This is an optimization exercise on Yosys and OpenROAD, whose aim is small area, a short achievable clock period and few clock cycles, not a production implementation. Function was checked by simulation only, so behaviour that the tests miss may differ from the original. Power is estimated from default activity; no workload was simulated.

== oak ==
// rs_dec
module rs_dec (
    input  wire       clk,
    input  wire       rst,           
    input  wire       in_valid,
    output wire       in_ready,
    input  wire [9:0] in_sym,
    output reg        err_valid,
    output reg  [9:0] err_pos,       
    output reg  [9:0] err_val,       
    output reg        done_valid,
    output reg        done_uncorr,
    output reg  [4:0] done_nerr
);
export LEC_CHECK = 0
export CAP_MARGIN = 20
export CORE_MARGIN = 2
export CORE_UTILIZATION = 40
export SLEW_MARGIN = 20
create_clock -name core_clock -period 12.0 [get_ports {clk}]
standard.sh (not shown) runs the stock make flow with config.mk's settings and CLKGATE_MAP_FILE= SYNTH_SCRIPT=/design/flow/synth_recipe.tcl, a recipe that flattens the netlist after the stock synthesis.
==> flow/flow/run.sh <==
#!/bin/bash
# Standard ORFS layout (the standard.sh, unchanged synthesis), with
# repair_timing asked for extra setup margin, larger clock-tree clusters and
# a denser core.
bash standard.sh SETUP_SLACK_MARGIN=8.7 CTS_CLUSTER_SIZE=22 CTS_CLUSTER_DIAMETER=60 CORE_UTILIZATION=65 finish > standard.log 2>&1
oak reached the final stage; the timing, design-rule and antenna checks on its layout passed.
Testbench counts of oak, summed over its fixed seeds: cycles 108,530.
Modified inputs, pine compared to oak
# oak
export LEC_CHECK = 0
export CAP_MARGIN = 20
export CORE_MARGIN = 2
export CORE_UTILIZATION = 40
export SLEW_MARGIN = 20
create_clock -name core_clock -period 12.0 [get_ports {clk}]
# pine
export LEC_CHECK = 0
export CAP_MARGIN = 0
export CORE_MARGIN = 2
export CORE_UTILIZATION = 40
export SLEW_MARGIN = 0
create_clock -name core_clock -period 12.0 [get_ports {clk}]
--- a/flow/flow/run.sh
+++ b/flow/flow/run.sh
@@ -5 +5 @@
-bash standard.sh SETUP_SLACK_MARGIN=8.7 CTS_CLUSTER_SIZE=22 CTS_CLUSTER_DIAMETER=60 CORE_UTILIZATION=65 finish > standard.log 2>&1
+bash standard.sh SETUP_SLACK_MARGIN=8.5 CTS_CLUSTER_SIZE=22 CTS_CLUSTER_DIAMETER=60 CORE_UTILIZATION=65 finish > standard.log 2>&1
## What came out
- pine finished end to end and its layout was clean on timing, DRC and antenna.
- The clock network area share of pine and that of oak are within noise of each other.
- Reported for pine and oak, number of logic stages on the critical path including buffering turned out identical to the last digit.
- Status: met3 track utilization from global routing parity (pine, oak)
- Summary of pine over oak: design area has decreased; total wire length after detailed routing has decreased; via count has decreased.
- Comparing pine and oak, the lower total design power is on pine.
- Taking oak as the reference, in pine global routing usage on met2 fell by 0.15 points; height of the die stayed essentially flat.
What birch does differently from pine at the input level:
# pine
export LEC_CHECK = 0
export CAP_MARGIN = 0
export CORE_MARGIN = 2
export CORE_UTILIZATION = 40
export SLEW_MARGIN = 0
create_clock -name core_clock -period 12.0 [get_ports {clk}]
# birch
export LEC_CHECK = 0
export CAP_MARGIN = 20
export CORE_MARGIN = 2
export CORE_UTILIZATION = 40
export SLEW_MARGIN = 20
create_clock -name core_clock -period 12.0 [get_ports {clk}]
==> flow/flow/run.sh <==
#!/bin/bash
# Standard ORFS layout (the standard.sh, unchanged synthesis), with
# repair_timing asked for extra setup margin and larger clock-tree clusters.
bash standard.sh SETUP_SLACK_MARGIN=8.5 CTS_CLUSTER_SIZE=30 CTS_CLUSTER_DIAMETER=50 finish > standard.log 2>&1
[summary]
Compared with pine, in birch area share of fa/ha/maj cells after synthesis barely changed; portion of total power attributed to the clock network climbed 3.0 points.
Top fanout value on the critical path (lower): pine
Relative to pine, clock tree skew after final layout has gone up in birch.
Combined flip-flop and latch cell area: pine vs birch — no meaningful difference
Delta (birch minus pine): final wirelength went up 3.6%, y dimension of the die now sits higher, cell area has increased, reported sequential group power about even.
birch vs pine on number of nets at the end of the flow: birch is the higher one.
Side by side, signed area change from the synthesized netlist to the final layout turned out higher in birch than in pine.
#### Input delta (maple over birch)
==> flow/flow/run.sh <==
#!/bin/bash
# Standard ORFS layout (the standard.sh, unchanged synthesis), with
# repair_timing asked for extra setup margin, larger clock-tree clusters and
# a denser core.
bash standard.sh SETUP_SLACK_MARGIN=8.5 CTS_CLUSTER_SIZE=22 CTS_CLUSTER_DIAMETER=60 CORE_UTILIZATION=65 finish > standard.log 2>&1
Findings:
- In maple, number of clock-tree buffers in the layout is lower than in birch.
- Changes observed in maple relative to birch: total wire length moved down; worst-case setup margin in the final layout moved up; global-route usage over all layers moved up; number of placement rows moved down; worst-case hold slack moved up.
- Share of the clock period used by the worst path after layout sits lower in maple than in birch.
- maple improves on birch in fmax.
- Time the worst path needs with I/O delays and setup, birch and maple, lower one = maple.
Relative to maple, the following input files were edited for cedar:
--- a/flow/flow/run.sh
+++ b/flow/flow/run.sh
@@ -5 +5 @@
-bash standard.sh SETUP_SLACK_MARGIN=8.5 CTS_CLUSTER_SIZE=22 CTS_CLUSTER_DIAMETER=60 CORE_UTILIZATION=65 finish > standard.log 2>&1
+bash standard.sh SETUP_SLACK_MARGIN=8.5 CTS_CLUSTER_SIZE=22 CTS_CLUSTER_DIAMETER=60 CORE_UTILIZATION=65 GPL_TIMING_DRIVEN=1 finish > standard.log 2>&1
Notes after the runs:
Compared cedar against maple; total number of H-tree levels within noise.
maple -> cedar: initial antenna violation count delta 0, exact match
cedar against maple: post-CTS setup repair buffer count level, wire length level, power level.
Y dimension of the die came out exactly the same in cedar and maple.
The synthesized cell count of cedar and that of maple are within noise of each other.
Diff maple..cedar | wire length of the first global-routing pass | unchanged

## re-timing with driven ports
In the flow no input, the clock included, has a driving cell. The finished layouts below were timed again as built, in two steps.
Step 1 sets driving cells, clkbuf_16 on the clock port and buf_2 on the other inputs (assumed; they add their load-dependent delay and slew).
Step 2 adds t to the input delays and takes it off the output delays; t is the mean of the earliest and latest rising clock arrival at the registers after step 1. Input paths then give back, and output paths get back, about the clock's delay inside the block.
Slacks: ideal ports / drivers / drivers and shift; pairs: ideal ports / drivers.
run	shift t [ns]	setup slack, ns	hold slack, ns	clock arrival spread, ns	slew at the worst register clock pin (ns)
oak	0.804	8.416 / 8.336 / 7.963	0.330 / 0.330 / 0.330	0.029 / 0.029	0.09 / 0.09
pine	0.803	8.425 / 8.347 / 7.821	0.320 / 0.320 / 0.320	0.043 / 0.042	0.10 / 0.10
birch	0.899	8.305 / 8.219 / 7.663	0.309 / 0.309 / 0.309	0.070 / 0.071	0.09 / 0.09
maple	0.803	8.426 / 8.349 / 7.830	0.319 / 0.319 / 0.319	0.043 / 0.043	0.09 / 0.09
cedar	0.803	8.426 / 8.349 / 7.830	0.319 / 0.319 / 0.319	0.043 / 0.043	0.09 / 0.09
After both steps setup and hold are still met in every run listed. The setup slack of birch, which loses most, moves by -0.086 ns with the drivers and by -0.642 ns with both steps.
